From an optimization exercise on the open Yosys and OpenROAD flow, aimed at small area, a short achievable clock period and few clock cycles; shortcuts taken in it are not production practice.
In this exercise RTL edits were held to simulation tests only and were not proved equivalent to the original.
Power and IR drop assume default switching activity.

===== flow/design.v =====
module sha256_raw (
    input  wire         clk,
    input  wire         rst,           
    input  wire         start,         
    input  wire         init,          
    input  wire [255:0] state_in,      
    input  wire [7:0]   nblk,          
    output wire         idle,
    output reg          done,          
    output wire [255:0] state_out,
    input  wire         msg_valid,
    input  wire [31:0]  msg_data,
    output wire         msg_ready
);
    reg         busy;           
    reg         pre;            
    reg  [5:0]  t;              
    reg  [7:0]  left;           
    reg  [31:0] h0, h1, h2, h3, h4, h5, h6, h7;    
    reg  [31:0] A, B, C, E, F, G, T;
    reg  [31:0] XT;             
    reg  [31:0] XE;             
    reg  [31:0] w [0:15];       
    reg  [31:0] kr;             
    reg  [31:0] PT, PE;         
    reg  [31:0] S;              
    reg         t60, t61, t62, t63, last, needword;
    wire [5:0]  tn = t + 6'd1;
    wire        lastn = t63 & ~pre ? (left == 8'd2) : last;
    wire en = busy & (~needword | msg_valid);
    assign idle      = ~busy;
    assign msg_ready = busy & needword;
    assign state_out = {h0, h1, h2, h3, h4, h5, h6, h7};
    reg [31:0] kn;
    always @(*) begin
        case (t)
            6'd0:  kn = 32'h3956c25b; 6'd1:  kn = 32'h59f111f1;
            6'd2:  kn = 32'h923f82a4; 6'd3:  kn = 32'hab1c5ed5;
            6'd4:  kn = 32'hd807aa98; 6'd5:  kn = 32'h12835b01;
            6'd6:  kn = 32'h243185be; 6'd7:  kn = 32'h550c7dc3;
            6'd8:  kn = 32'h72be5d74; 6'd9:  kn = 32'h80deb1fe;
            6'd10: kn = 32'h9bdc06a7; 6'd11: kn = 32'hc19bf174;
            6'd12: kn = 32'he49b69c1; 6'd13: kn = 32'hefbe4786;
            6'd14: kn = 32'h0fc19dc6; 6'd15: kn = 32'h240ca1cc;
            6'd16: kn = 32'h2de92c6f; 6'd17: kn = 32'h4a7484aa;
            6'd18: kn = 32'h5cb0a9dc; 6'd19: kn = 32'h76f988da;
            6'd20: kn = 32'h983e5152; 6'd21: kn = 32'ha831c66d;
            6'd22: kn = 32'hb00327c8; 6'd23: kn = 32'hbf597fc7;
            6'd24: kn = 32'hc6e00bf3; 6'd25: kn = 32'hd5a79147;
            6'd26: kn = 32'h06ca6351; 6'd27: kn = 32'h14292967;
            6'd28: kn = 32'h27b70a85; 6'd29: kn = 32'h2e1b2138;
            6'd30: kn = 32'h4d2c6dfc; 6'd31: kn = 32'h53380d13;
            6'd32: kn = 32'h650a7354; 6'd33: kn = 32'h766a0abb;
            6'd34: kn = 32'h81c2c92e; 6'd35: kn = 32'h92722c85;
            6'd36: kn = 32'ha2bfe8a1; 6'd37: kn = 32'ha81a664b;
            6'd38: kn = 32'hc24b8b70; 6'd39: kn = 32'hc76c51a3;
            6'd40: kn = 32'hd192e819; 6'd41: kn = 32'hd6990624;
            6'd42: kn = 32'hf40e3585; 6'd43: kn = 32'h106aa070;
            6'd44: kn = 32'h19a4c116; 6'd45: kn = 32'h1e376c08;
            6'd46: kn = 32'h2748774c; 6'd47: kn = 32'h34b0bcb5;
            6'd48: kn = 32'h391c0cb3; 6'd49: kn = 32'h4ed8aa4a;
            6'd50: kn = 32'h5b9cca4f; 6'd51: kn = 32'h682e6ff3;
            6'd52: kn = 32'h748f82ee; 6'd53: kn = 32'h78a5636f;
            6'd54: kn = 32'h84c87814; 6'd55: kn = 32'h8cc70208;
            6'd56: kn = 32'h90befffa; 6'd57: kn = 32'ha4506ceb;
            6'd58: kn = 32'hbef9a3f7; 6'd59: kn = 32'hc67178f2;
            6'd60: kn = 32'h428a2f98; 6'd61: kn = 32'h71374491;
            6'd62: kn = 32'hb5c0fbcf; default: kn = 32'he9b5dba5;
        endcase
    end
    wire [31:0] S1  = {E[5:0], E[31:6]} ^ {E[10:0], E[31:11]} ^ {E[24:0], E[31:25]};
    wire [31:0] CH  = (E & F) ^ (~E & G);
    wire [31:0] S0  = {A[1:0], A[31:2]} ^ {A[12:0], A[31:13]} ^ {A[21:0], A[31:22]};
    wire [31:0] MJ  = (A & B) | (C & (A | B));
    wire [31:0] as1 = T ^ S0 ^ MJ;
    wire [31:0] ac1 = (T & S0) | (MJ & (T | S0));
    wire [31:0] A_new = as1 + {ac1[30:0], 1'b0};
    wire [31:0] ts1 = XT ^ S1 ^ CH;
    wire [31:0] tc1 = (XT & S1) | (CH & (XT | S1));
    wire [31:0] T_new = ts1 + {tc1[30:0], 1'b0};
    wire [31:0] es1 = XE ^ S1 ^ CH;
    wire [31:0] ec1 = (XE & S1) | (CH & (XE | S1));
    wire [31:0] E_new = es1 + {ec1[30:0], 1'b0};
    wire [31:0] hsa   = ({32{t61}} & h3) | ({32{t62}} & h2) | ({32{t63}} & h1);
    wire [31:0] hse   = ({32{t60}} & h7) | ({32{t61}} & h6) | ({32{t62}} & h5);
    wire [31:0] sum_a = hsa + A;
    wire [31:0] sum_e = hse + E;
    wire        zk  = pre & t60;    
    wire [31:0] xw  = {32{~zk}} & w[15];
    wire [31:0] x0  = {32{t60}} & h0;
    wire [31:0] x4  = {32{t60}} & h4;
    wire [31:0] pts = kr ^ xw ^ x0;
    wire [31:0] ptc = (kr & xw) | (x0 & (kr | xw));
    wire [31:0] PT_new = pts + {ptc[30:0], 1'b0};
    wire [31:0] pes = kr ^ xw ^ x4;
    wire [31:0] pec = (kr & xw) | (x4 & (kr | xw));
    wire [31:0] PE_new = pes + {pec[30:0], 1'b0};
    wire [31:0] gs  = ({32{t62}} & h7) | ({32{~t62}} & G);
    wire [31:0] bs  = ({32{t62}} & h3) | ({32{t63}} & h2) | ({32{~(t62 | t63)}} & B);
    wire [31:0] XT_new = gs + PT;
    wire [31:0] qs1 = bs ^ gs ^ PE;
    wire [31:0] qc1 = (bs & gs) | (PE & (bs | gs));
    wire [31:0] XE_new = qs1 + {qc1[30:0], 1'b0};
    wire [31:0] ws0   = {w[2][6:0], w[2][31:7]} ^ {w[2][17:0], w[2][31:18]} ^ (w[2] >> 3);
    wire [31:0] wps   = w[1] ^ w[10] ^ ws0;
    wire [31:0] wpc   = (w[1] & w[10]) | (ws0 & (w[1] | w[10]));
    wire [31:0] S_new = wps + {wpc[30:0], 1'b0};
    wire [31:0] ws1   = {w[14][16:0], w[14][31:17]} ^ {w[14][18:0], w[14][31:19]} ^ (w[14] >> 10);
    wire [31:0] wnext = S + ws1;
    integer i;
    always @(posedge clk) begin
        if (rst) begin
            busy <= 1'b0;
            done <= 1'b0;
        end else begin
            done <= en & t63 & ~pre & last;
            if (!busy) begin
                t60 <= 1'b1; t61 <= 1'b0; t62 <= 1'b0; t63 <= 1'b0;
                needword <= 1'b1;
                last <= (nblk == 8'd1);
                if (start) begin
                    busy <= 1'b1;
                    pre  <= 1'b1;
                    t    <= 6'd60;
                    left <= nblk;
                end
            end else if (en) begin
                t <= tn;
                t60 <= (tn == 6'd60); t61 <= (tn == 6'd61);
                t62 <= (tn == 6'd62); t63 <= (tn == 6'd63);
                last <= lastn;
                needword <= (tn <= 6'd11) | ((tn >= 6'd60) & ((pre & ~t63) | ~lastn));
                if (t63) begin
                    pre <= 1'b0;
                    if (!pre) begin
                        left <= left - 8'd1;
                        if (last)
                            busy <= 1'b0;
                    end
                end
            end
        end
    end
    always @(posedge clk) begin
        if (!busy) begin
            if (init) begin
                h0 <= 32'h6a09e667; h1 <= 32'hbb67ae85;
                h2 <= 32'h3c6ef372; h3 <= 32'ha54ff53a;
                h4 <= 32'h510e527f; h5 <= 32'h9b05688c;
                h6 <= 32'h1f83d9ab; h7 <= 32'h5be0cd19;
            end else begin
                h0 <= state_in[255:224]; h1 <= state_in[223:192];
                h2 <= state_in[191:160]; h3 <= state_in[159:128];
                h4 <= state_in[127:96];  h5 <= state_in[95:64];
                h6 <= state_in[63:32];   h7 <= state_in[31:0];
            end
        end else if (en) begin
            if (t60) h7 <= sum_e;
            if (t61) begin h3 <= sum_a; h6 <= sum_e; end
            if (t62) begin h2 <= sum_a; h5 <= sum_e; h4 <= E_new; end
            if (t63) begin h1 <= sum_a; h0 <= A_new; end
        end
    end
    always @(posedge clk) begin
        if (!busy) begin
            A <= 32'd0; B <= 32'd0; C <= 32'd0; T <= 32'd0;
            E <= 32'd0; F <= 32'd0; G <= 32'd0; XT <= 32'd0; XE <= 32'd0;
            kr <= 32'd0; PT <= 32'd0; PE <= 32'd0;
        end else if (en) begin
            A  <= A_new;
            B  <= t63 ? sum_a : A;
            C  <= t63 ? h2 : B;
            T  <= T_new;
            E  <= E_new;
            F  <= t62 ? sum_e : E;
            G  <= t62 ? h6 : F;
            XT <= XT_new;
            XE <= XE_new;
            kr <= kn;
            PT <= PT_new;
            PE <= PE_new;
        end
    end
    always @(posedge clk) begin
        if (en) begin
            for (i = 0; i < 15; i = i + 1) w[i] <= w[i+1];
            w[15] <= needword ? msg_data : wnext;
            S <= S_new;
        end
    end
endmodule

===== flow/flow/run.sh =====
#!/bin/bash
# The standard layout (standard.sh), with the smallest buffer cell on the
# ports instead of the one buffer_ports picks by default.
export BUFFER_PORTS_ARGS="-buffer_cell sky130_fd_sc_hd__buf_1"
bash standard.sh > standard.log 2>&1

===== flow/standard.sh =====
#!/bin/bash
# synth_recipe.tcl (not shown) runs the flow's synth.tcl, then flattens the netlist and writes it again
# the make line also repeats each setting of config.mk as NAME=value (left out here)
make -C /OpenROAD-flow-scripts/flow DESIGN_CONFIG=/design/flow/config.mk WORK_HOME=/design/flow/orfs CLKGATE_MAP_FILE= SYNTH_SCRIPT=/design/flow/synth_recipe.tcl "${@:-finish}"

===== flow/config.mk =====
export PLATFORM = sky130hd
export DESIGN_NAME = sha256_raw
export DESIGN_NICKNAME = sha256_raw
export VERILOG_FILES = /design/flow/design.v
export SDC_FILE = /design/flow/constraint.sdc
export NUM_CORES = 4
export LEC_CHECK = 0
export CAP_MARGIN = 20
export CORE_MARGIN = 2
export CORE_UTILIZATION = 40
export SETUP_SLACK_MARGIN = 5
export SLEW_MARGIN = 20

===== flow/constraint.sdc =====
create_clock -name core_clock -period 10.0 [get_ports {clk}]
set_input_delay 2.0000 -clock core_clock [delete_from_list [all_inputs] [get_ports {clk}]]
set_output_delay 2.0000 -clock core_clock [all_outputs]
set_load 0.01 [all_outputs]

==> results.yml, run 1 <==
worst_setup_path:
  required_ns: 10.65
  crit_path_max_fanout: 7
  cp-start-kind: "flop"
  r2r_cells: 16
  crit_type: "reg -> reg"
  end_kind: "flop"
  cp.arrival_ns: 5.57
routing:
  vias: 56368
  routed_via_density: 5.74
  wl_per_cell_microns: 27.7
  ant_nets: 0
  drcViolationCount: 0
  routed_wl_mm: 272
  drtIter0Drc: 5985
  first_pass_iters: 12
logic_synthesis:
  syn_area_per_cell_sq_um: 10.1
  syn_inst: 6960
  synth_xor_area_frac: 0.0756
  synth_common_cells: "edfxtp_1, nand2_1, o21ai_0"
  synth-main-ff-cell: "edfxtp_1"
  ys_warn_count: 2
  yosys.area_share.adder: 0.124
  syn_nets: 7840
  synth.mux.area_fraction: 0.0266
  ys_seq_elements: 1175
  synth_top_area_cell: "edfxtp_1"
  synthTopCellsByArea: "edfxtp_1, dfxtp_1, ha_1, fa_1, xnor2_1"
  async_flop_share: 0
  synth.most_common_cell: "edfxtp_1"
  synth-seq-area-share: 0.445
  synthSimpleGateAreaFrac: 0.0956
  synth_enable_flop_cells: 789
  synth_compound_area_frac: 0.189
  synth_top_cell_area_share: 0.335
  synth_top_family_by_area: "compound AO/OA/AOI/OAI gates"
  ys_types: 87
  syn_area_sq_um: 70600
place:
  io_buffers: 559
  gp_routability_congestion: 1.02
  dp_hpwl_mm: 210
  dp.cells: 9547
floorplan:
  fp-row-count: 154
  die_h_microns: 424
  start_util: 0.402
  pin_count: 560
  die_w_microns: 424
  dieArea_sq_um: 180000
  core_sq_um: 176000
clock_network:
  cts_made_buffers: 139
  clk_pin_slew_ns: 0.07
  cts_sinks: 1175
  cts_root_buffer: "clkbuf_16"
  clk_latency_ns: 0.80
  tritoncts: "done"
  cts.htree.levels: 4
  clock_path_buffers: 3
  cts-hold-fix-buffers: 0
min_path:
  hold_depth: 0
  hold_path.class: "reg -> reg"
final_layout:
  drive_gt1_frac: 0.0530
  fin_nets: 8244
  stdcell_count: 9820
  area_growth_syn_to_layout_pct: 13.0
  utilization: 0.454
global_routing:
  antenna_found_initial: 4
  track_usage: 0.294
  overflow: 0
  grt_pass1_vias: 55233
  grt_max_degree: 196
  grt_first_pass_wirelength_mm: 388
power:
  ir_worst_vdd_uv: 165
  power_density_nw_per_um2: 314
  leakagePower_uw: 0.0323
sta:
  fin_skew_ns: 0.0330
  fin_hold_ws_ns: 0.410
  tightest_slew_ns: 1.13
  fin_setup_tns_ns: 0
  hold_viol: 0
  fmax_ghz: 0.203
  setup_violations: 0
  period_needed_ns: 4.92
  timing.final.crit_share: 0.492
  rsz0062_at_grt: "true"
  slew_violations: 0
  slew_headroom: 0.246
run_status:
  outcome: "complete, no violations"
run:
  drv_cap: 0
cells by family after synthesis:
logic type / after synthesis
AND/OR/NAND/NOR: 1528
buffers and inverters: 837
XOR/XNOR: 610
multiplexers: 181
flip-flops: 1175
adder cells (fa/ha/maj): 584
AO/OA/AOI/OAI: 2045
layout make-up:
type	count	area, sq um
fill	16842	95900
multi-input combinational	4948	36300
sequential	1175	31400
clock buffer	176	3740
tap	2340	2930
timing repair buffer	644	2920
inverter	456	1720
clock inverter	79	762
antenna	2	5.00
timing repair:
item / 4_1_cts / 5_1_grt
setup buffers: 5 / 7
pin swaps: 2 / 4
endpoints found under the setup margin: 75 / 47
gates cloned: 1 / 3
gates resized for setup: 22 / 31
worst max-delay path, stage by stage, from the launching register on:
cell and delay, ns:
dfxtp_1 0.64, xnor2_1 0.19, xnor2_2 0.38, ha_1 0.32, xnor2_1 0.30, fa_1 0.28, a21oi_1 0.12, nor2_1 0.20
a211oi_1 0.12, o31ai_2 0.51, a31oi_1 0.17, o31ai_1 0.52, o41ai_1 0.13, buf_4 0.17, o21a_1 0.17, xnor2_1 0.39
o21ai_0 0.13
registers in the layout (all words and copies together) (netlist names), 8 cells and up:
name and count:
h0 32, h1 32, F 32, XE 32, E 32, B 32, h5 32, G 32
h4 32, w 480, PE 32, PT 32, h7 32, kr 32, h3 32, A 32
left 8, XT 32, C 32, h6 32, S 32, h2 32, T 32
metal layers:
layer | global-route usage | vias up | part of all wire
met5 | 0 | - | 0
met4 | 0.179 | 0 | 0.071
met3 | 0.0425 | 512 | 0.062
met2 | 0.475 | 2378 | 0.46
met1 | 0.374 | 27726 | 0.41
li1 | - | 25752 | -
cells in the final DEF, fill, tap and decap left out, types with 21 or more instances in the layout:
master	instances
a211oi_1	42
a21o_1	240
a21oi_1	457
a222oi_1	63
a22o_1	158
a31oi_1	59
and2_1	86
and3_1	36
buf_1	559
buf_4	72
clkbuf_1	27
clkbuf_16	144
dfxtp_1	379
edfxtp_1	789
fa_1	196
ha_1	383
inv_1	453
mux2i_1	162
nand2_1	730
nand2b_1	51
nand3_1	79
nand4_1	47
nor2_1	329
nor2b_1	42
nor3_1	59
o211ai_1	36
o21a_1	90
o21ai_0	551
o21ai_1	23
o21bai_1	98
o22a_1	21
o31ai_1	24
xnor2_1	429
xor2_1	168
through the flow:
step	area [sq um]	setup WS [ns]	total power [uW]
floorplan	70600	5.04	14900
global placement	74900	3.98	19600
detailed placement	74900	4.22	19600
CTS	79600	5.00	24800
global route	79800	4.96	26200
finish	79800	5.08	25000
where the power goes:
part | total, uW | switching, uW | internal [uW]
registers | 7570 | 1300 | 6270
logic | 12400 | 8010 | 4390
clock network | 5060 | 2170 | 2890
total | 25000 | 11500 | 13500
path summary, 6_finish.rpt:
kind	from	to	slack, ns
setup reg to reg	E[27]$_SDFFE_PN0P_	T[29]$_SDFFE_PN0P_	5.08
hold / removal	w[6][7]$_DFFE_PP_	w[5][7]$_DFFE_PP_	0.41
hold reg to reg	w[6][7]$_DFFE_PP_	w[5][7]$_DFFE_PP_	0.41
setup / recovery	E[27]$_SDFFE_PN0P_	T[29]$_SDFFE_PN0P_	5.08
Testbench counts, summed over its fixed seeds: cycles 120,520.
==> inputs of run 2 (changes only) <==
==> flow/flow/run.sh (replaced) <==
#!/bin/bash
# The standard layout (standard.sh), with the smallest buffer cell on the
# ports and timing repair aiming 6 ns past the clock period.
export BUFFER_PORTS_ARGS="-buffer_cell sky130_fd_sc_hd__buf_1"
export SETUP_SLACK_MARGIN=6
bash standard.sh > standard.log 2>&1
--- a/flow/config.mk
+++ b/flow/config.mk
@@ -10,3 +10,2 @@
 export CORE_UTILIZATION = 40
-export SETUP_SLACK_MARGIN = 5
 export SLEW_MARGIN = 20
==> run 2 against run 1 <==
Compared with the run above: sequential power about the same; first-iteration DRC count increased by 1.1%; still clean; largest power group unchanged; routed wire length rose by 6.0%; highest routed layer is now met5; synthesized cell count stayed put; critical endpoint is now S[29]$_DFFE_PP_; sequential share of layout area decreased by 3.0 points; power grew 9.9%; largest cell class unchanged; via count rose by 4.0%.
==> results.yml, run 2 <==
logic_synthesis:
  syn_area_sq_um: 70600
  ys_types: 87
  syn_inst: 6960
  ys_seq_elements: 1175
  synth_common_cells: "edfxtp_1, nand2_1, o21ai_0"
  ys_warn_count: 2
  synth_top_cell_area_share: 0.335
  synth-seq-area-share: 0.445
  async_flop_share: 0
  syn_area_per_cell_sq_um: 10.1
  syn_nets: 7840
  synth.most_common_cell: "edfxtp_1"
  synth_top_area_cell: "edfxtp_1"
  synth_enable_flop_cells: 789
  synthTopCellsByArea: "edfxtp_1, dfxtp_1, ha_1, fa_1, xnor2_1"
  synth-main-ff-cell: "edfxtp_1"
clock_network:
  clk_latency_ns: 0.82
  cts_root_buffer: "clkbuf_16"
  cts_sinks: 1175
  tritoncts: "done"
  cts_made_buffers: 137
  clk_pin_slew_ns: 0.06
  cts.htree.levels: 4
  clock_path_buffers: 3
  cts-hold-fix-buffers: 0
floorplan:
  pin_count: 560
  core_sq_um: 176000
  die_w_microns: 424
  dieArea_sq_um: 180000
  fp-row-count: 154
  die_h_microns: 424
  start_util: 0.402
worst_setup_path:
  worstReg2RegStart: "w[2][19]$_DFFE_PP_"
  required_ns: 10.54
  rr_endpoint: "S[29]$_DFFE_PP_"
  crit_top_cell: "a211o_1"
  crit_path_max_fanout: 3
  crit_type: "reg -> reg"
  path_delay_family: "compound AO/OA/AOI/OAI gates"
  path_cells: "xnor2_4, xnor2_2, fa_1, ha_2, fa_2, a211o_1, a211o_1, a221oi_4, a21oi_2, o31a_1, a41o_1, or2_4, a21oi_4, o31ai_2, xor2_1"
  r2r_setup_slack_ns: 5.60
  cpPeakStageDelay_ns: 0.53
  r2r_cells: 15
  end_kind: "flop"
  crit_slowest_cell: "edfxtp_1"
  cp.arrival_ns: 4.94
  cp-start-kind: "flop"
  cp_num_buf_inv: 0
sta:
  fin_ws_ns: 5.60
  period_needed_ns: 4.40
  tightest_slew_ns: 1.17
  hold_viol: 0
  setup_violations: 0
  fin_setup_tns_ns: 0
  slew_violations: 0
  slew_headroom: 0.213
  rsz0062_at_grt: "true"
  timing.final.crit_share: 0.440
  fmax_ghz: 0.227
  fin_skew_ns: 0.0335
global_routing:
  grt_first_pass_wirelength_mm: 401
  grt_max_degree: 192
  grt_pass1_vias: 56731
  overflow: 0
  track_usage: 0.307
  antenna_found_initial: 6
final_layout:
  drive_gt1_frac: 0.159
  final_cell_mix: "edfxtp_1, nand2_1, buf_1"
  seq_area_sq_um: 31600
  area_growth_syn_to_layout_pct: 22.8
  regMostFlops: "w"
  utilization: 0.494
  largest_register_ffs: 480
  fillers: 16172
  layout_commonest_cell: "edfxtp_1"
  fin_nets: 8542
  stdcell_count: 10117
  multi_input_area_sq_um: 40000
min_path:
  hold_depth: 0
  min_to: "w[12][6]$_DFFE_PP_"
  hold_path.class: "reg -> reg"
  min_from: "w[13][6]$_DFFE_PP_"
place:
  dp_slack_ns: 4.43
  dp.cells: 9550
  gp_routability_congestion: 1.01
  dp_hpwl_mm: 211
  io_buffers: 559
routing:
  ant_nets: 0
  first_pass_iters: 7
  wl_per_cell_microns: 28.5
  routed_via_density: 5.80
  vias: 58632
  drcViolationCount: 0
  drtIter0Drc: 6051
  routed_wl_mm: 288
power:
  power_uw: 27500
  ir_worst_vdd_uv: 163
  power_density_nw_per_um2: 317
  leakagePower_uw: 0.0348
run:
  drv_cap: 0
run_status:
  outcome: "complete, no violations"
run 2: cell counts after synthesis:
No cell type changed its count.
run 2: how the worst max path moves through the flow:
stage / from / end / slack, ns / depth (start not counted)
after floorplan: msg_valid / h3[0]$_DFFE_PP_ / 5.75 / 4
after global placement: t60$_SDFFCE_PN1P_ / PE[31]$_SDFFE_PN0P_ / 4.17 / 16
after detailed placement: t60$_SDFFCE_PN1P_ / PE[31]$_SDFFE_PN0P_ / 4.43 / 15
after CTS: w[2][19]$_DFFE_PP_ / S[25]$_DFFE_PP_ / 5.54 / 14
after global routing: w[2][19]$_DFFE_PP_ / S[29]$_DFFE_PP_ / 5.48 / 15
final: w[2][19]$_DFFE_PP_ / S[29]$_DFFE_PP_ / 5.60 / 15
run 2: layer usage:
layer  part of all wire  track usage  vias up
met5           0.000097            0        -
met2               0.47        0.503     2690
met4              0.079        0.194        4
met1               0.38        0.378    28961
li1                   -            -    26341
met3              0.071       0.0482      636
run 2: cell families (layout without fill, tap and decap cells):
logic type / Yosys count / in the layout / synth area share
DFF: 1175 / 1175 / 0.445
other: 0 / 2 / 0
buffers and inverters: 837 / 1649 / 0.0445
xor gates and xnor gates: 610 / 610 / 0.0756
adders and majority gates: 584 / 584 / 0.124
and+or+nand+nor: 1528 / 1531 / 0.0956
AOI/OAI and AO/OA: 2045 / 2045 / 0.189
muxes: 181 / 181 / 0.0266
run 2: layout make-up:
type | instances | area share
Timing Repair Buffer | 940 | 0.0677
Clock inverter | 90 | 0.0110
Tap cell | 2340 | 0.0338
Multi-Input combinational cell | 4951 | 0.461
Clock buffer | 162 | 0.0418
Sequential cell | 1175 | 0.364
Inverter | 456 | 0.0201
Antenna cell | 2 | 0.0000577
Timing Repair inverter | 1 | 0.000188
run 2: where the power goes:
group          leakage [uW]  switching (uW)  internal (uW)  total [uW]
Sequential           0.0107            1270           6310        7570
Combinational        0.0218            9000           5780       14800
Clock               0.00223            2200           2960        5170
Total                0.0348           12500          15000       27500
run 2: worst reg2reg max path, stage by stage, from the launching register on:
cell	delay, ns
edfxtp_1	0.53
xnor2_4	0.27
xnor2_2	0.16
fa_1	0.46
ha_2	0.20
fa_2	0.34
a211o_1	0.30
a211o_1	0.32
a221oi_4	0.30
a21oi_2	0.10
o31a_1	0.27
a41o_1	0.23
or2_4	0.26
a21oi_4	0.15
o31ai_2	0.09
xor2_1	0.16
run 2: metrics by stage:
| step | hold slack, ns | area [sq um] |
|---|---|---|
| finish | 0.412 | 86700 |
| global route | 0.415 | 86700 |
| CTS | 0.402 | 83000 |
| detailed placement | 0.405 | 74900 |
| global placement | 0.400 | 74900 |
| floorplan | 0.400 | 70700 |
run 2: timing repair:
item,4_1_cts,5_1_grt
gates resized for setup,453,457
endpoints found under the setup margin,918,515
buffers inserted,117,171
gates cloned,17,8
pin swaps,134,271
==> inputs of run 3 (changes only) <==
==> flow/flow/run.sh (replaced) <==
#!/bin/bash
# The standard layout (standard.sh), with the smallest buffer cell on the
# ports and timing repair aiming 6.5 ns past the clock period.
export BUFFER_PORTS_ARGS="-buffer_cell sky130_fd_sc_hd__buf_1"
export SETUP_SLACK_MARGIN=6.5
bash standard.sh > standard.log 2>&1
==> run 3 against run 2 <==
Compared with the run above: still clean; non-clock buffer count up 391; critical path depth fell by 1; die area unchanged; utilization grew 5.1 points; routed wire length rose by 4.6%; sequential power is 1% lower; fmax down 1.5%; worst setup slack got worse by 0.069 ns; synthesized cell count is the same; combinational power is 27% higher; largest power group unchanged.
==> results.yml, run 3 <==
sta:
  hold_viol: 0
  slew_headroom: 0.253
  setup_violations: 0
  rsz0062_at_grt: "true"
  fmax_ghz: 0.224
  period_needed_ns: 4.47
  fin_setup_tns_ns: 0
  timing.final.crit_share: 0.447
  fin_hold_ws_ns: 0.395
  fin_skew_ns: 0.0358
  slew_violations: 0
  tightest_slew_ns: 1.12
worst_setup_path:
  r2r_cells: 14
  r2r_setup_slack_ns: 5.53
  critPathLaunch: "w[2][19]$_DFFE_PP_"
  cp-endpoint: "S[25]$_DFFE_PP_"
  cp.arrival_ns: 4.98
  crit_path_max_fanout: 3
  worstReg2RegStart: "w[2][19]$_DFFE_PP_"
  required_ns: 10.51
  end_kind: "flop"
  cp-start-kind: "flop"
  rr_endpoint: "S[25]$_DFFE_PP_"
  crit_type: "reg -> reg"
logic_synthesis:
  synth_common_cells: "edfxtp_1, nand2_1, o21ai_0"
  synth_enable_flop_cells: 789
  synthTopCellsByArea: "edfxtp_1, dfxtp_1, ha_1, fa_1, xnor2_1"
  synth-seq-area-share: 0.445
  yosys.area_share.adder: 0.124
  synth_top_area_cell: "edfxtp_1"
  synth-main-ff-cell: "edfxtp_1"
  synth_top_family_by_area: "compound AO/OA/AOI/OAI gates"
  synth_top_cell_area_share: 0.335
  async_flop_share: 0
  synth.mux.area_fraction: 0.0266
  ys_types: 87
  syn_inst: 6960
  synthSimpleGateAreaFrac: 0.0956
  ys_warn_count: 2
  synth.most_common_cell: "edfxtp_1"
  synth_xor_area_frac: 0.0756
  synth_compound_area_frac: 0.189
  syn_area_per_cell_sq_um: 10.1
  syn_nets: 7840
  ys_seq_elements: 1175
  syn_area_sq_um: 70600
final_layout:
  multi_input_area_sq_um: 44400
  fillers: 15166
  area_growth_syn_to_layout_pct: 35.4
  regMostFlops: "w"
  fin_nets: 8933
  layout_commonest_cell: "edfxtp_1"
  seq_area_sq_um: 31600
  final_cell_mix: "edfxtp_1, nand2_1, buf_1"
  drive_gt1_frac: 0.273
  utilization: 0.544
  largest_register_ffs: 480
place:
  dp_hpwl_mm: 210
  io_buffers: 559
  gp_routability_congestion: 0.998
run:
  drv_cap: 0
clock_network:
  clk_pin_slew_ns: 0.06
  tritoncts: "done"
  clk_latency_ns: 0.81
  cts.htree.levels: 4
  clock_path_buffers: 3
  cts_made_buffers: 136
  cts_sinks: 1175
  cts-hold-fix-buffers: 0
  cts_root_buffer: "clkbuf_16"
routing:
  drtIter0Drc: 6722
  ant_nets: 0
  routed_wl_mm: 301
  routed_via_density: 5.86
  wl_per_cell_microns: 28.7
  vias: 61520
  drcViolationCount: 0
  first_pass_iters: 9
power:
  p_clk_frac: 0.167
  leakagePower_uw: 0.0383
  intPower_uw: 17500
  switching_share: 0.444
  ir_worst_vdd_uv: 201
  power_density_nw_per_um2: 329
  power_frac_seq: 0.237
  p_sw_uw: 14000
  combinationalPowerShare: 0.596
global_routing:
  grt_pass1_vias: 59171
  overflow: 0
  track_usage: 0.317
  antenna_found_initial: 9
  grt_first_pass_wirelength_mm: 415
  grt_max_degree: 151
floorplan:
  fp-row-count: 154
  pin_count: 560
  die_w_microns: 424
  core_sq_um: 176000
  die_h_microns: 424
  dieArea_sq_um: 180000
  start_util: 0.402
min_path:
  min_from: "w[9][6]$_DFFE_PP_"
  hold_path.class: "reg -> reg"
run_status:
  outcome: "complete, no violations"
-- run 3: logic make-up after synthesis --
family,after synthesis
AO/OA/AOI/OAI,2045
XOR/XNOR,610
adder cells (fa/ha/maj),584
buffers and inverters,837
flip-flops,1175
multiplexers,181
AND/OR/NAND/NOR,1528
-- run 3: layout make-up --
type	count	share of cell area
Tap cell	2340	0.0306
Sequential cell	1175	0.331
Multi-Input combinational cell	4952	0.465
Clock buffer	174	0.0394
Timing Repair inverter	1	0.000170
Clock inverter	74	0.00929
Inverter	456	0.0184
Timing Repair Buffer	1331	0.107
Antenna cell	4	0.000105
-- run 3: how the worst min path moves through the flow --
stage	end	slack (ns)	depth (start not counted)
after floorplan	w[10][0]$_DFFE_PP_	0.40	0
after global placement	w[7][27]$_DFFE_PP_	0.40	0
after detailed placement	w[10][22]$_DFFE_PP_	0.40	0
after CTS	w[8][6]$_DFFE_PP_	0.40	0
after global routing	w[11][10]$_DFFE_PP_	0.40	0
final	w[8][6]$_DFFE_PP_	0.40	0
-- run 3: layer usage --
layer | wire length [microns] | global-route usage | vias up
met3 | 22300 | 0.0543 | 834
met4 | 27500 | 0.229 | 8
met1 | 114000 | 0.387 | 30456
li1 | - | - | 27130
met2 | 138000 | 0.506 | 3092
met5 | 48 | 0 | -
-- run 3: repair_timing --
| item | in CTS | in global routing |
|---|---|---|
| gates resized for setup | 1165 | 881 |
| setup endpoints to repair | 1142 | 759 |
| gates cloned | 28 | 9 |
| buffers inserted | 411 | 260 |
| pin swaps | 388 | 495 |
-- run 3: worst max-delay path, cell delays in order (launching register included) --
cell and delay [ns]:
edfxtp_1 0.54, xnor2_2 0.22, xnor2_2 0.22, fa_1 0.47, ha_2 0.20, fa_2 0.34, a211o_1 0.31, a211o_1 0.32
a221oi_4 0.30, a21oi_2 0.10, o31a_1 0.28, a41o_1 0.23, or2_4 0.26, a41o_1 0.25, xor2_1 0.16
-- run 3: power groups by stage --
stage | sequential [uW] | clock, uW | combinational [uW]
finish | 7460 | 5270 | 18800
global route | 7500 | 5530 | 19600
CTS | 7400 | 5330 | 15700
detailed placement | 7620 | 0 | 12100
global placement | 7610 | 0 | 12100
floorplan | 6920 | 0 | 8060
-- run 3: metrics by stage --
step	cell area (sq um)	power [uW]	instances	worst slack, ns
finish	95700	31500	10507	5.53
detailed placement	75200	19700	9547	4.66
global placement	75200	19700	9547	4.64
CTS	89300	28400	10234	5.50
global route	95600	32600	10504	5.40
floorplan	71200	15000	6960	5.78
==> inputs of run 4 (changes only) <==
==> flow/flow/run.sh (replaced) <==
#!/bin/bash
# The standard layout (standard.sh), with the smallest buffer cell on the
# ports and timing repair aiming 5.75 ns past the clock period.
export BUFFER_PORTS_ARGS="-buffer_cell sky130_fd_sc_hd__buf_1"
export SETUP_SLACK_MARGIN=5.75
bash standard.sh > standard.log 2>&1
==> run 4 against run 3 <==
Compared with the run above: die area stayed put; utilization is 7.4 points lower; highest routed layer unchanged; critical path depth is 1 higher; synthesized cell count stayed put; combinational power is 31% lower; clock skew is 0.0019 ns lower; design area is 14% lower; power is 18% lower; sequential share of layout area is 5.1 points higher; final cell count is 5.5% lower; clock-buffer cell count is 3 higher; largest cell class unchanged.
==> results.yml, run 4 <==
run_status:
  outcome: "complete, no violations"
logic_synthesis:
  synthTopCellsByArea: "edfxtp_1, dfxtp_1, ha_1, fa_1, xnor2_1"
  syn_area_sq_um: 70600
  async_flop_share: 0
  synth_top_area_cell: "edfxtp_1"
  synth-main-ff-cell: "edfxtp_1"
  synth_top_cell_area_share: 0.335
  syn_nets: 7840
  synth_common_cells: "edfxtp_1, nand2_1, o21ai_0"
  synth.most_common_cell: "edfxtp_1"
  syn_inst: 6960
  synth-seq-area-share: 0.445
  ys_types: 87
  ys_seq_elements: 1175
  ys_warn_count: 2
  syn_area_per_cell_sq_um: 10.1
  synth_enable_flop_cells: 789
clock_network:
  cts.htree.levels: 4
  tritoncts: "done"
  clock_path_buffers: 3
  cts_sinks: 1175
  cts-hold-fix-buffers: 0
  clk_pin_slew_ns: 0.06
  cts_root_buffer: "clkbuf_16"
  cts_made_buffers: 137
  clk_latency_ns: 0.80
floorplan:
  core_sq_um: 176000
  die_w_microns: 424
  die_h_microns: 424
  start_util: 0.402
  pin_count: 560
  dieArea_sq_um: 180000
  fp-row-count: 154
routing:
  wl_per_cell_microns: 28.0
  routed_wl_mm: 279
  routed_via_density: 5.78
  ant_nets: 0
  drtIter0Drc: 5923
  drcViolationCount: 0
  first_pass_iters: 9
  vias: 57458
worst_setup_path:
  cp.arrival_ns: 4.94
  path_cells: "xnor2_4, xnor2_2, fa_1, ha_2, fa_2, a211o_1, a211o_1, a221oi_4, a21oi_2, o31a_1, a41o_1, or2_4, a21oi_4, o31ai_2, xor2_1"
  crit_slowest_cell: "edfxtp_1"
  crit_path_max_fanout: 3
  path_delay_family: "compound AO/OA/AOI/OAI gates"
  critPathLaunch: "w[2][19]$_DFFE_PP_"
  end_kind: "flop"
  cp-start-kind: "flop"
  crit_top_cell: "a211o_1"
  worstReg2RegStart: "w[2][19]$_DFFE_PP_"
  cp.depth: 15
  crit_type: "reg -> reg"
  r2r_cells: 15
  cp_num_buf_inv: 0
  required_ns: 10.52
  cpPeakStageDelay_ns: 0.54
final_layout:
  final_cell_mix: "edfxtp_1, nand2_1, buf_1"
  layout_commonest_cell: "edfxtp_1"
  fin_nets: 8358
  largest_register_ffs: 480
  stdcell_count: 9934
  stdcell_area_sq_um: 82600
  regMostFlops: "w"
  drive_gt1_frac: 0.0987
  area_growth_syn_to_layout_pct: 17.0
run:
  drv_cap: 0
sta:
  fmax_ghz: 0.226
  rsz0062_at_grt: "true"
  hold_viol: 0
  fin_setup_tns_ns: 0
  setup_violations: 0
  tightest_slew_ns: 1.14
  timing.final.crit_share: 0.442
  period_needed_ns: 4.42
  slew_headroom: 0.242
  fin_skew_ns: 0.0339
  fin_ws_ns: 5.58
  slew_violations: 0
place:
  dp_hpwl_mm: 208
  dp_slack_ns: 4.13
  dp.cells: 9545
  placed_cell_area_sq_um: 74900
  io_buffers: 559
  gp_routability_congestion: 0.997
min_path:
  hold_depth: 0
  hold_path.class: "reg -> reg"
  min_from: "w[12][5]$_DFFE_PP_"
global_routing:
  overflow: 0
  grt_first_pass_wirelength_mm: 395
  antenna_found_initial: 8
  track_usage: 0.300
  grt_max_degree: 176
  grt_pass1_vias: 56274
power:
  power_density_nw_per_um2: 312
  power_uw: 25800
  ir_worst_vdd_uv: 161
  leakagePower_uw: 0.0334
-- run 4: cell counts after synthesis --
Identical to the previous run, type by type.
-- run 4: stage by stage --
| step | utilization | hold slack [ns] |
|---|---|---|
| 2_1_floorplan | - | 0.400 |
| 3_3_place_gp | 0.426 | 0.400 |
| 3_5_place_dp | 0.426 | 0.405 |
| 4_1_cts | 0.462 | 0.401 |
| 5_1_grt | 0.470 | 0.408 |
| 6_report | 0.470 | 0.406 |
-- run 4: worst reg2reg max path: stages, from the launching register on --
cell and delay, ns:
edfxtp_1 0.54, xnor2_4 0.29, xnor2_2 0.16, fa_1 0.46
ha_2 0.20, fa_2 0.35, a211o_1 0.30, a211o_1 0.31
a221oi_4 0.29, a21oi_2 0.10, o31a_1 0.27, a41o_1 0.23
or2_4 0.26, a21oi_4 0.15, o31ai_2 0.09, xor2_1 0.16
-- run 4: cells by family after synthesis --
family,synth area share
fa+ha+maj,0.124
flops,0.445
buf+inv,0.0445
simple gates,0.0956
mux,0.0266
compound gates,0.189
xor+xnor,0.0756
-- run 4: cell type report --
cell class / count / area (sq um)
Fill cell: 16677 / 93100
Inverter: 456 / 1740
Clock buffer: 177 / 3740
Clock inverter: 75 / 826
Tap cell: 2340 / 2930
Timing Repair Buffer: 759 / 4160
Antenna cell: 3 / 7.51
Sequential cell: 1175 / 31500
Multi-Input combinational cell: 4949 / 37700
-- run 4: path summary, 6_finish.rpt --
check	endpoint	slack [ns]
min	w[11][5]$_DFFE_PP_	0.41
max	S[29]$_DFFE_PP_	5.58
min reg2reg	w[11][5]$_DFFE_PP_	0.41
max reg2reg	S[29]$_DFFE_PP_	5.58
-- run 4: routing by layer --
metal / global-route usage / vias to the layer above / routed length (microns)
met1: 0.371 / 28283 / 109000
met5: 0 / - / 30
met2: 0.489 / 2602 / 129000
met3: 0.0497 / 605 / 19400
li1: - / 25964 / -
met4: 0.186 / 4 / 21300
-- run 4: where the power goes --
part           switching (uW)  internal [uW]
Sequential               1300           6290
Combinational            8170           4820
Clock                    2190           2990
-- run 4: timing repair --
action / CTS / global route
resized for setup: 206 / 196
buffers inserted: 63 / 56
endpoints found under the setup margin: 280 / 256
hold endpoints to repair: 0 / 0
cloned: 9 / 6
pin swaps: 57 / 99
==> inputs of run 5 (changes only) <==
==> flow/flow/run.sh (replaced) <==
#!/bin/bash
# The standard layout (standard.sh), with the smallest buffer cell on the
# ports and timing repair aiming 5.5 ns past the clock period.
export BUFFER_PORTS_ARGS="-buffer_cell sky130_fd_sc_hd__buf_1"
export SETUP_SLACK_MARGIN=5.5
bash standard.sh > standard.log 2>&1
==> run 5 against run 4 <==
Compared with the run above: still clean on timing, DRC and antenna; die area unchanged; flip-flop and latch count stayed put; area after synthesis is the same; sequential share of layout area up 0.83 points; global-route usage decreased by 0.69 points; design area shrank 2.2%; fmax fell by 1.2%.
==> results.yml, run 5 <==
run_status:
  outcome: "complete, no violations"
logic_synthesis:
  syn_area_sq_um: 70600
  synth-main-ff-cell: "edfxtp_1"
  ys_seq_elements: 1175
  syn_area_per_cell_sq_um: 10.1
  synth_top_cell_area_share: 0.335
  async_flop_share: 0
  synth.most_common_cell: "edfxtp_1"
  synth_enable_flop_cells: 789
  synth-seq-area-share: 0.445
  syn_nets: 7840
  synth_common_cells: "edfxtp_1, nand2_1, o21ai_0"
  ys_warn_count: 2
  synthTopCellsByArea: "edfxtp_1, dfxtp_1, ha_1, fa_1, xnor2_1"
  ys_types: 87
  syn_inst: 6960
  synth_top_area_cell: "edfxtp_1"
global_routing:
  track_usage: 0.293
  grt_max_degree: 157
  grt_first_pass_wirelength_mm: 386
  overflow: 0
  grt_pass1_vias: 55251
  antenna_found_initial: 7
routing:
  wl_per_cell_microns: 27.4
  drcViolationCount: 0
  routed_via_density: 5.76
  routed_wl_mm: 270
  ant_nets: 0
  first_pass_iters: 9
  drtIter0Drc: 5912
  vias: 56673
worst_setup_path:
  required_ns: 8.00
  crit_type: "reg -> out"
  crit_path_max_fanout: 42
  cp-start-kind: "flop"
  end_kind: "primary output"
  r2r_setup_slack_ns: 5.56
  cp.arrival_ns: 2.48
sta:
  fin_hold_ws_ns: 0.409
  slew_headroom: 0.250
  rsz0062_at_grt: "true"
  tightest_slew_ns: 1.12
  fin_ws_ns: 5.52
  setup_violations: 0
  period_needed_ns: 4.48
  timing.final.crit_share: 0.448
  fin_skew_ns: 0.0395
  slew_violations: 0
  fmax_ghz: 0.223
  hold_viol: 0
  fin_setup_tns_ns: 0
power:
  intPower_uw: 13800
  p_clk_frac: 0.202
  leakagePower_uw: 0.0327
  power_frac_seq: 0.299
  power_density_nw_per_um2: 313
  ir_worst_vdd_uv: 165
  p_sw_uw: 11500
  switching_share: 0.454
  combinationalPowerShare: 0.499
floorplan:
  die_w_microns: 424
  fp-row-count: 154
  die_h_microns: 424
  start_util: 0.402
  dieArea_sq_um: 180000
  core_sq_um: 176000
  pin_count: 560
final_layout:
  layout_commonest_cell: "edfxtp_1"
  regMostFlops: "w"
  utilization: 0.460
  fin_nets: 8275
  stdcell_area_sq_um: 80800
  area_growth_syn_to_layout_pct: 14.3
  largest_register_ffs: 480
  drive_gt1_frac: 0.0691
  final_cell_mix: "edfxtp_1, nand2_1, buf_1"
clock_network:
  cts-hold-fix-buffers: 0
  cts_root_buffer: "clkbuf_16"
  clock_path_buffers: 3
  clk_latency_ns: 0.80
  cts_made_buffers: 136
  tritoncts: "done"
  clk_pin_slew_ns: 0.06
  cts_sinks: 1175
  cts.htree.levels: 4
place:
  dp_slack_ns: 3.97
  io_buffers: 559
  gp_routability_congestion: 1.02
  dp_hpwl_mm: 206
  placed_cell_area_sq_um: 74900
run:
  drv_cap: 0
min_path:
  hold_path.class: "reg -> reg"
## run 5: cell type report
type / instances / area [sq um]
flip-flops and latches: 1175 / 31500
multi-input cells: 4948 / 36800
fillers: 16717 / 95000
diodes: 2 / 5.00
clock buffers: 184 / 3860
repair buffers: 678 / 3350
well taps: 2340 / 2930
inverters: 456 / 1730
clock inverters: 60 / 644
## run 5: repair_timing
action | CTS | global route
setup endpoints to repair | 523 | 409
setup buffers | 24 | 15
resized for setup | 84 | 98
pin swaps | 19 | 34
gates cloned | 7 | 1
## run 5: critical path, cell delays in order (launching register included)
cell	delay (ns)
dfxtp_4	0.62
buf_4	0.55
and2_1	0.24
buf_1	0.15
## run 5: worst paths after layout
| kind | start | end | depth (start not counted) |
|---|---|---|---|
| worst min-delay path | w[9][3]$_DFFE_PP_ | w[8][3]$_DFFE_PP_ | 0 |
| worst max register to register | E[18]$_SDFFE_PN0P_ | T[30]$_SDFFE_PN0P_ | 17 |
| worst min register to register | w[9][3]$_DFFE_PP_ | w[8][3]$_DFFE_PP_ | 0 |
| worst max-delay path | busy$_SDFF_PP0_ | msg_ready | 3 |
## run 5: kinds of logic (layout without fill, tap and decap cells)
| kind of cell | count (synthesis) | after routing | synth area share |
|---|---|---|---|
| AO/OA/AOI/OAI | 2045 | 2045 | 0.189 |
| AND/OR/NAND/NOR | 1528 | 1528 | 0.0956 |
| flip-flops | 1175 | 1175 | 0.445 |
| buffers and inverters | 837 | 1378 | 0.0445 |
| XOR/XNOR | 610 | 610 | 0.0756 |
| adder cells (fa/ha/maj) | 584 | 584 | 0.124 |
| multiplexers | 181 | 181 | 0.0266 |
| other | 0 | 2 | 0 |
## run 5: metrics by stage
step                power, uW  instances
detailed placement      19500       9550
floorplan               14900       6960
global placement        19500       9550
finish                  25200       9843
CTS                     24900       9825
global route            26500       9842
## run 5: power groups by stage
stage / Combinational (uW) / Clock, uW / Sequential, uW
global placement: 11900 / 0 / 7560
global route: 13500 / 5370 / 7580
CTS: 12200 / 5180 / 7490
detailed placement: 11900 / 0 / 7570
floorplan: 7950 / 0 / 6920
finish: 12600 / 5110 / 7540
## run 5: routing by layer
layer / track usage / vias to the layer above / part of all wire
li1: - / 25786 / -
met1: 0.367 / 27852 / 0.40
met2: 0.464 / 2473 / 0.45
met3: 0.0454 / 558 / 0.066
met4: 0.205 / 4 / 0.081
met5: 0 / - / 0.00011
==> inputs of run 6 (changes only) <==
--- a/flow/config.mk
+++ b/flow/config.mk
@@ -10,2 +10,4 @@
 export CORE_UTILIZATION = 40
+export CTS_CLUSTER_DIAMETER = 60
+export CTS_CLUSTER_SIZE = 25
 export SLEW_MARGIN = 20
==> run 6 against run 5 <==
Compared with the run above: global-route usage fell by 0.21 points; routed wire length fell by 0.34%; area after synthesis did not move; clock-buffer cell count fell by 65; fmax rose by 0.76%; non-clock buffer count did not move; critical path type is now reg -> reg.
==> results.yml, run 6 <==
logic_synthesis:
  async_flop_share: 0
  syn_area_sq_um: 70600
  syn_area_per_cell_sq_um: 10.1
  ys_types: 87
  synth_enable_flop_cells: 789
  synth_top_cell_area_share: 0.335
  syn_nets: 7840
  synth.most_common_cell: "edfxtp_1"
  synth_top_area_cell: "edfxtp_1"
  ys_seq_elements: 1175
  ys_warn_count: 2
  synth_common_cells: "edfxtp_1, nand2_1, o21ai_0"
  syn_inst: 6960
  synth-main-ff-cell: "edfxtp_1"
  synthTopCellsByArea: "edfxtp_1, dfxtp_1, ha_1, fa_1, xnor2_1"
  synth-seq-area-share: 0.445
clock_network:
  cts_made_buffers: 113
  tritoncts: "done"
  cts.htree.levels: 3
  clk_pin_slew_ns: 0.07
  clk_latency_ns: 0.82
  clock_path_buffers: 3
  cts_root_buffer: "clkbuf_16"
  cts_sinks: 1175
  cts-hold-fix-buffers: 0
sta:
  slew_violations: 0
  fin_hold_ws_ns: 0.397
  tightest_slew_ns: 1.08
  hold_viol: 0
  rsz0062_at_grt: "true"
  fin_setup_tns_ns: 0
  slew_headroom: 0.259
  fin_skew_ns: 0.0738
  timing.final.crit_share: 0.444
  fmax_ghz: 0.225
  setup_violations: 0
  period_needed_ns: 4.44
final_layout:
  drive_gt1_frac: 0.0689
  largest_register_ffs: 480
  area_growth_syn_to_layout_pct: 13.8
  fin_nets: 8252
  regMostFlops: "w"
  final_cell_mix: "edfxtp_1, nand2_1, buf_1"
  layout_commonest_cell: "edfxtp_1"
worst_setup_path:
  crit_type: "reg -> reg"
  path_delay_family: "compound AO/OA/AOI/OAI gates"
  end_kind: "flop"
  path_cells: "xnor2_1, xnor2_2, ha_1, xnor2_1, ha_1, a211oi_2, o21bai_1, a21oi_2, o21ai_2, a31o_2, nand3_1, nor2_1, o41ai_4, xnor2_2, a22o_1"
  cp.arrival_ns: 5.01
  required_ns: 10.57
  cp-start-kind: "flop"
  cp_num_buf_inv: 0
  crit_path_max_fanout: 7
  crit_slowest_cell: "dfxtp_1"
  cpPeakStageDelay_ns: 0.55
floorplan:
  die_w_microns: 424
  core_sq_um: 176000
  die_h_microns: 424
  start_util: 0.402
  pin_count: 560
  dieArea_sq_um: 180000
  fp-row-count: 154
routing:
  drtIter0Drc: 5989
  vias: 56609
  first_pass_iters: 9
  wl_per_cell_microns: 27.4
  routed_via_density: 5.77
  ant_nets: 0
  drcViolationCount: 0
  routed_wl_mm: 269
run_status:
  outcome: "complete, no violations"
global_routing:
  track_usage: 0.291
  grt_max_degree: 157
  overflow: 0
  grt_pass1_vias: 54886
  grt_first_pass_wirelength_mm: 384
  antenna_found_initial: 8
power:
  power_density_nw_per_um2: 310
  ir_worst_vdd_uv: 169
  leakagePower_uw: 0.0324
place:
  gp_routability_congestion: 1.02
  dp_hpwl_mm: 206
  io_buffers: 559
min_path:
  hold_path.class: "reg -> reg"
run:
  drv_cap: 0
==> run 6: kinds of logic (layout without fill, tap and decap cells) <==
logic type      count (synthesis)  after routing  share of synthesized area
compound gates               2045           2045                      0.189
simple gates                 1528           1528                     0.0956
flops                        1175           1175                      0.445
buf+inv                       837           1348                     0.0445
xor+xnor                      610            610                     0.0756
fa+ha+maj                     584            584                      0.124
mux                           181            181                     0.0266
other cells                     0              2                          0
==> run 6: repair_timing <==
action                     4_1_cts  5_1_grt
hold endpoints to repair         0        0
buffers inserted                23       17
gates resized for setup         83       96
pin swaps                       19       30
setup endpoints to repair      515      416
gates cloned                     6        1
==> run 6: layout make-up <==
class | instances | area (sq um)
Inverter | 456 | 1730
Multi-Input combinational cell | 4948 | 36800
Antenna cell | 2 | 5.00
Clock buffer | 119 | 2910
Timing Repair Buffer | 678 | 3310
Tap cell | 2340 | 2930
Clock inverter | 95 | 1230
Fill cell | 16718 | 95400
Sequential cell | 1175 | 31500
==> run 6: worst paths after layout <==
kind	startpoint	end	slack (ns)	cells after the start
setup / recovery	E[14]$_SDFFE_PN0P_	h4[31]$_DFFE_PP_	5.56	15
hold / removal	w[13][14]$_DFFE_PP_	w[12][14]$_DFFE_PP_	0.40	0
setup reg to reg	E[14]$_SDFFE_PN0P_	h4[31]$_DFFE_PP_	5.56	15
hold reg to reg	w[13][14]$_DFFE_PP_	w[12][14]$_DFFE_PP_	0.40	0
==> run 6: power by group <==
group	total (uW)	switching, uW	internal, uW
Combinational	12600	8090	4530
Clock	4720	2380	2340
Sequential	7520	1250	6270
==> run 6: routing by layer <==
| layer | routed length, microns | GRT usage |
|---|---|---|
| met1 | 106000 | 0.367 |
| met2 | 123000 | 0.464 |
| met3 | 18600 | 0.0405 |
| met4 | 21700 | 0.196 |
| met5 | 12 | 0 |
==> run 6: per-stage QoR <==
step / instance area (sq um) / worst slack, ns / util / instances / power (uW)
finish: 80400 / 5.56 / 0.457 / 9813 / 24900
global route: 80300 / 5.48 / 0.457 / 9812 / 26100
CTS: 79800 / 5.50 / 0.454 / 9793 / 24500
detailed placement: 74900 / 3.97 / 0.426 / 9550 / 19500
global placement: 74900 / 4.05 / 0.426 / 9550 / 19500
floorplan: 70700 / 5.54 / - / 6960 / 14900
==> run 6: worst reg2reg max path, delay by kind of cell, from the launching register on <==
family | cells | cell delay [ns]
flops | 1 | 0.55
compound gates | 7 | 1.81
simple gates | 2 | 0.26
fa+ha+maj | 2 | 0.71
xor+xnor | 4 | 0.88
==> inputs of run 7 (changes only) <==
--- a/flow/config.mk
+++ b/flow/config.mk
@@ -10,4 +10,5 @@
 export CORE_UTILIZATION = 40
-export CTS_CLUSTER_DIAMETER = 60
-export CTS_CLUSTER_SIZE = 25
+export CTS_CLUSTER_DIAMETER = 80
+export CTS_CLUSTER_SIZE = 30
 export SLEW_MARGIN = 20
+export TNS_END_PERCENT = 10
==> run 7 against run 6 <==
Compared with the run above: still clean on timing, DRC and antenna; hold slack worse by 0.0039 ns; sequential power hardly changed; design area is 1.1% lower; die area stayed put; clock skew is 0.0043 ns lower; power is 3.4% lower; global-route usage is 0.20 points higher; via count is 0.44% lower; critical path type unchanged; largest cell class unchanged.
==> results.yml, run 7 <==
global_routing:
  overflow: 0
  track_usage: 0.293
  grt_max_degree: 235
  antenna_found_initial: 8
  grt_pass1_vias: 54453
  grt_first_pass_wirelength_mm: 385
clock_network:
  clock_path_buffers: 3
  clk_latency_ns: 0.77
  cts_made_buffers: 82
  cts.htree.levels: 3
  cts_sinks: 1175
  clk_pin_slew_ns: 0.09
  tritoncts: "done"
  cts_root_buffer: "clkbuf_16"
  cts-hold-fix-buffers: 0
sta:
  fin_ws_ns: 5.41
  hold_viol: 0
  timing.final.crit_share: 0.459
  rsz0062_at_grt: "true"
  fin_skew_ns: 0.0696
  setup_violations: 0
  slew_violations: 0
  tightest_slew_ns: 1.19
  fin_setup_tns_ns: 0
  fmax_ghz: 0.218
  period_needed_ns: 4.59
  fin_hold_ws_ns: 0.393
  slew_headroom: 0.206
logic_synthesis:
  syn_inst: 6960
  synth_common_cells: "edfxtp_1, nand2_1, o21ai_0"
  ys_types: 87
  ys_warn_count: 2
  synth.most_common_cell: "edfxtp_1"
  synth_top_cell_area_share: 0.335
  ys_seq_elements: 1175
  synth_top_area_cell: "edfxtp_1"
  synth-main-ff-cell: "edfxtp_1"
  syn_area_sq_um: 70600
  syn_area_per_cell_sq_um: 10.1
  synth_enable_flop_cells: 789
  syn_nets: 7840
  async_flop_share: 0
  synth-seq-area-share: 0.445
  synthTopCellsByArea: "edfxtp_1, dfxtp_1, ha_1, fa_1, xnor2_1"
place:
  io_buffers: 559
  dp_slack_ns: 4.12
  dp.cells: 9550
  gp_routability_congestion: 1.01
  dp_hpwl_mm: 210
worst_setup_path:
  path_cells: "a21o_1, o21ai_0, fa_1, inv_1, ha_1, nand3_1, nor4_1, o31ai_1, a21oi_2, a41oi_2, o31ai_1, a21oi_1, xnor2_2, a21o_1"
  path_delay_family: "compound AO/OA/AOI/OAI gates"
  cp_num_buf_inv: 1
  crit_slowest_cell: "dfxtp_1"
  rr_endpoint: "h0[28]$_DFFE_PP_"
  cpPeakStageDelay_ns: 0.65
  cp-start-kind: "flop"
  crit_path_max_fanout: 8
  r2r_setup_slack_ns: 5.41
  crit_type: "reg -> reg"
  worstReg2RegStart: "A[8]$_SDFFE_PN0P_"
  r2r_cells: 14
  cp.arrival_ns: 5.21
  cp.depth: 14
  required_ns: 10.62
  end_kind: "flop"
final_layout:
  fillers: 16862
  area_growth_syn_to_layout_pct: 12.6
  regMostFlops: "w"
  largest_register_ffs: 480
  stdcell_count: 9769
  utilization: 0.452
  final_cell_mix: "edfxtp_1, nand2_1, buf_1"
  drive_gt1_frac: 0.0617
  fin_nets: 8237
  layout_commonest_cell: "edfxtp_1"
power:
  ir_worst_vdd_uv: 181
  combinationalPowerShare: 0.520
  switching_share: 0.476
  p_sw_uw: 11400
  p_clk_frac: 0.166
  power_frac_seq: 0.314
  leakagePower_uw: 0.0321
  power_density_nw_per_um2: 302
  intPower_uw: 12600
routing:
  vias: 56362
  wl_per_cell_microns: 27.9
  drcViolationCount: 0
  drtIter0Drc: 6005
  first_pass_iters: 8
  routed_wl_mm: 272
  ant_nets: 0
  routed_via_density: 5.77
min_path:
  min_from: "w[11][25]$_DFFE_PP_"
  hold_path.class: "reg -> reg"
  hold_depth: 0
  min_to: "w[10][25]$_DFFE_PP_"
floorplan:
  start_util: 0.402
  dieArea_sq_um: 180000
  die_w_microns: 424
  die_h_microns: 424
  core_sq_um: 176000
  pin_count: 560
  fp-row-count: 154
run:
  drv_cap: 0
run_status:
  outcome: "complete, no violations"
run 7: cell counts after synthesis:
Identical to the previous run, type by type.
run 7: cell type report:
| cell class | count | area [sq um] | share of cell area |
|---|---|---|---|
| repair buffers | 692 | 3540 | 0.0445 |
| multi-input cells | 4949 | 36600 | 0.461 |
| well taps | 2340 | 2930 | 0.0368 |
| diodes | 4 | 10.0 | 0.000126 |
| inverters | 456 | 1730 | 0.0217 |
| repair inverters | 1 | 8.76 | 0.000110 |
| clock inverters | 64 | 1070 | 0.0135 |
| flip-flops and latches | 1175 | 31500 | 0.396 |
| clock buffers | 88 | 2110 | 0.0265 |
run 7: power by group through the flow:
stage | registers, uW | logic [uW] | clock network (uW)
2_1_floorplan | 6920 | 7950 | 0
3_3_place_gp | 7590 | 11900 | 0
3_5_place_dp | 7590 | 11900 | 0
4_1_cts | 7500 | 12200 | 4050
5_1_grt | 7580 | 13400 | 4220
6_report | 7540 | 12500 | 3990
run 7: cells by family after synthesis:
| group | share of synthesized area |
|---|---|
| multiplexers | 0.0266 |
| XOR/XNOR | 0.0756 |
| flip-flops | 0.445 |
| AO/OA/AOI/OAI | 0.189 |
| adder cells (fa/ha/maj) | 0.124 |
| buffers and inverters | 0.0445 |
| AND/OR/NAND/NOR | 0.0956 |
run 7: worst reg2reg max path, delay by kind of cell (launching register included):
kind / cells / cell delay [ns]
flops: 1 / 0.65
simple gates: 2 / 0.56
compound gates: 8 / 1.86
buf+inv: 1 / 0.04
xor+xnor: 1 / 0.42
fa+ha+maj: 2 / 0.93
run 7: through the flow:
stage                     cell area [sq um]  power [uW]
final                                 79500       24000
after global routing                  79500       25200
after CTS                             78800       23700
after detailed placement              74900       19500
after global placement                74900       19500
after floorplan                       70700       14900
run 7: timing repair:
action | 4_1_cts | 5_1_grt
cloned | 9 | 4
gates resized for setup | 79 | 73
buffers inserted | 18 | 32
pin swaps | 14 | 32
endpoints found under the setup margin | 592 | 461
run 7: how the worst max path moves through the flow:
stage                                  start                   to  slack (ns)
after floorplan            t62$_SDFFCE_PN0P_  XE[31]$_SDFFE_PN0P_        5.40
after global placement             msg_valid    w[3][4]$_DFFE_PP_        4.24
after detailed placement   t62$_SDFFCE_PN0P_  XE[31]$_SDFFE_PN0P_        4.12
after CTS                 E[17]$_SDFFE_PN0P_   T[26]$_SDFFE_PN0P_        5.34
after global routing      E[13]$_SDFFE_PN0P_   T[28]$_SDFFE_PN0P_        5.28
final                      A[8]$_SDFFE_PN0P_     h0[28]$_DFFE_PP_        5.41
run 7: metal layers:
| metal | global-route usage | part of all wire | vias to the layer above |
|---|---|---|---|
| met5 | 0 | 0.000044 | - |
| met4 | 0.185 | 0.074 | 2 |
| met3 | 0.0417 | 0.065 | 504 |
| met2 | 0.476 | 0.46 | 2328 |
| met1 | 0.367 | 0.40 | 27824 |
| li1 | - | - | 25704 |
==> inputs of run 8 (changes only) <==
--- a/flow/config.mk
+++ b/flow/config.mk
@@ -9,3 +9,3 @@
 export CORE_MARGIN = 2
-export CORE_UTILIZATION = 40
+export CORE_UTILIZATION = 52
 export CTS_CLUSTER_DIAMETER = 80
@@ -13,2 +13 @@
 export SLEW_MARGIN = 20
-export TNS_END_PERCENT = 10
==> run 8 against run 7 <==
Compared with the run above: fmax is 3.0% higher; first-iteration DRC count is 21% higher; sequential share of layout area up 0.47 points; routed wire length decreased by 3.9%; clock power fell by 8.5%; non-clock buffer count fell by 10; final cell count fell by 6.0%; largest cell class unchanged.
==> results.yml, run 8 <==
logic_synthesis:
  syn_nets: 7840
  synth.most_common_cell: "edfxtp_1"
  synth_common_cells: "edfxtp_1, nand2_1, o21ai_0"
  ys_types: 87
  async_flop_share: 0
  synthTopCellsByArea: "edfxtp_1, dfxtp_1, ha_1, fa_1, xnor2_1"
  synth_top_cell_area_share: 0.335
  syn_area_per_cell_sq_um: 10.1
  synth_enable_flop_cells: 789
  ys_seq_elements: 1175
  synth-main-ff-cell: "edfxtp_1"
  synth_top_area_cell: "edfxtp_1"
  syn_inst: 6960
  syn_area_sq_um: 70600
  ys_warn_count: 2
  synth-seq-area-share: 0.445
final_layout:
  area_growth_syn_to_layout_pct: 11.3
  largest_register_ffs: 480
  final_cell_mix: "edfxtp_1, nand2_1, buf_1"
  drive_gt1_frac: 0.0641
  stdcell_count: 9181
  regMostFlops: "w"
  layout_commonest_cell: "edfxtp_1"
  fin_nets: 8218
routing:
  wl_per_cell_microns: 28.5
  routed_wl_mm: 262
  drtIter0Drc: 7266
  drcViolationCount: 0
  ant_nets: 0
  first_pass_iters: 7
  vias: 56667
  routed_via_density: 6.17
sta:
  rsz0062_at_grt: "true"
  timing.final.crit_share: 0.445
  setup_violations: 0
  slew_headroom: 0.125
  fin_setup_tns_ns: 0
  slew_violations: 0
  hold_viol: 0
  fmax_ghz: 0.225
  fin_skew_ns: 0.0686
  tightest_slew_ns: 1.31
  period_needed_ns: 4.45
  fin_hold_ws_ns: 0.410
place:
  dp_hpwl_mm: 199
  dp.cells: 8968
  gp_routability_congestion: 1.01
  io_buffers: 559
floorplan:
  die_h_microns: 373
  dieArea_sq_um: 139000
  die_w_microns: 373
  fp-row-count: 135
  core_sq_um: 135000
  start_util: 0.523
  pin_count: 560
clock_network:
  cts.htree.levels: 3
  cts_sinks: 1175
  clk_latency_ns: 0.76
  clk_pin_slew_ns: 0.10
  tritoncts: "done"
  cts_root_buffer: "clkbuf_16"
  clock_path_buffers: 3
  cts_made_buffers: 74
global_routing:
  grt_max_degree: 173
  overflow: 0
  track_usage: 0.368
  antenna_found_initial: 10
  grt_first_pass_wirelength_mm: 371
  grt_pass1_vias: 53877
worst_setup_path:
  path_cells: "xnor2_1, xnor2_1, fa_1, ha_1, o21a_1, a211o_1, a221oi_4, a21oi_2, o31a_1, a41o_1, or2_4, a41o_1, xor2_1"
  cpPeakStageDelay_ns: 0.63
  cp_num_buf_inv: 0
  cp-start-kind: "flop"
  crit_slowest_cell: "edfxtp_1"
  cp.arrival_ns: 4.96
  crit_type: "reg -> reg"
  required_ns: 10.51
  crit_path_max_fanout: 4
  end_kind: "flop"
  path_delay_family: "compound AO/OA/AOI/OAI gates"
min_path:
  hold_path.class: "reg -> reg"
power:
  leakagePower_uw: 0.0319
  power_density_nw_per_um2: 299
  ir_worst_vdd_uv: 165
run:
  drv_cap: 0
run_status:
  outcome: "complete, no violations"
[run 8: cell counts after synthesis]
Identical to the previous run, type by type.
[run 8: report_power, final]
group	total, uW	switching [uW]	internal (uW)
combinational	12200	7690	4560
sequential	7600	1330	6270
clock	3650	2030	1630
[run 8: cell type report]
class | instances | area (sq um)
fill | 11691 | 56500
clock inverter | 52 | 861
multi-input combinational | 4949 | 37000
sequential | 1175 | 31500
timing repair buffer | 682 | 3360
antenna | 5 | 12.5
inverter | 456 | 1740
clock buffer | 81 | 1930
tap | 1781 | 2230
[run 8: final timing paths]
kind	startpoint	endpoint	slack, ns	cells past startpoint
setup reg to reg	w[2][8]$_DFFE_PP_	S[25]$_DFFE_PP_	5.55	13
hold reg to reg	w[13][25]$_DFFE_PP_	w[12][25]$_DFFE_PP_	0.41	0
setup / recovery	w[2][8]$_DFFE_PP_	S[25]$_DFFE_PP_	5.55	13
hold / removal	w[13][25]$_DFFE_PP_	w[12][25]$_DFFE_PP_	0.41	0
[run 8: cells by family after synthesis]
logic type / count (synthesis) / share of synthesized area
flip-flops: 1175 / 0.445
XOR/XNOR: 610 / 0.0756
adder cells (fa/ha/maj): 584 / 0.124
multiplexers: 181 / 0.0266
AND/OR/NAND/NOR: 1528 / 0.0956
buffers and inverters: 837 / 0.0445
AO/OA/AOI/OAI: 2045 / 0.189
[run 8: routing by layer]
layer  wire length (microns)  track usage  part of all wire
met1                  107000        0.504              0.41
met2                  116000        0.567              0.44
met3                   21700       0.0547             0.083
met4                   16800        0.193             0.064
met5                      57            0           0.00022
[run 8: through the flow]
stage	setup slack (ns)	util	cell area (sq um)	power, uW
CTS	5.39	0.575	77700	23000
global route	5.46	0.582	78600	24700
detailed placement	3.73	0.548	74000	19100
floorplan	5.54	-	70700	14900
global placement	3.82	0.548	74000	19000
finish	5.55	0.582	78600	23500
[run 8: worst reg2reg max path, delay by kind of cell (launching register included)]
family	cells	cell delay [ns]
flip-flops	1	0.63
XOR/XNOR	3	0.79
AND/OR/NAND/NOR	1	0.26
adder cells (fa/ha/maj)	2	0.88
AO/OA/AOI/OAI	7	1.68
[run 8: repair_timing]
action | in CTS | in global routing
cloned | 5 | 1
setup endpoints to repair | 685 | 549
resized for setup | 110 | 122
pin swaps | 21 | 41
setup buffers | 34 | 35
hold buffers | 0 | 0

-- afterwards: timing with drivers on the ports --
Ports are ideal in the flow. The routed layouts listed here were re-timed in OpenROAD.
Step 1 assumes that a clkbuf_16 drives the clock port and a buf_2 every other input.
Step 2 adds t to the input delays and takes it off the output delays; t is the mean of the earliest and latest rising clock arrival at the registers after step 1. Input paths then give back, and output paths get back, about the clock's delay inside the block.
Slacks: no drivers / after step 1 / after step 2; pairs: no drivers / after step 1.
| run | shift t [ns] | slack for setup (ns) | hold slack, ns | latest minus earliest clock arrival (ns) | slew at the worst register clock pin (ns) |
|---|---|---|---|---|---|
| run 1 | 0.884 | 5.079 / 5.079 / 4.295 | 0.410 / 0.410 / 0.410 | 0.044 / 0.044 | 0.07 / 0.07 |
| run 2 | 0.891 | 5.597 / 5.597 / 5.125 | 0.412 / 0.412 / 0.412 | 0.039 / 0.039 | 0.07 / 0.07 |
| run 3 | 0.889 | 5.528 / 5.528 / 5.528 | 0.395 / 0.395 / 0.395 | 0.048 / 0.049 | 0.07 / 0.07 |
| run 4 | 0.889 | 5.578 / 5.578 / 5.236 | 0.406 / 0.406 / 0.406 | 0.044 / 0.044 | 0.07 / 0.07 |
| run 5 | 0.872 | 5.525 / 5.430 / 4.821 | 0.409 / 0.409 / 0.409 | 0.042 / 0.042 | 0.07 / 0.07 |
| run 6 | 0.876 | 5.559 / 5.558 / 4.857 | 0.397 / 0.397 / 0.397 | 0.074 / 0.074 | 0.10 / 0.10 |
| run 7 | 0.829 | 5.415 / 5.415 / 4.658 | 0.393 / 0.393 / 0.393 | 0.070 / 0.070 | 0.11 / 0.11 |
| run 8 | 0.820 | 5.547 / 5.547 / 5.055 | 0.410 / 0.410 / 0.410 | 0.069 / 0.069 | 0.12 / 0.12 |
After both steps setup and hold are still met in every run listed. For run 1, which loses most, drivers alone change the setup slack by 0.000 ns; drivers and shift together by -0.784 ns.
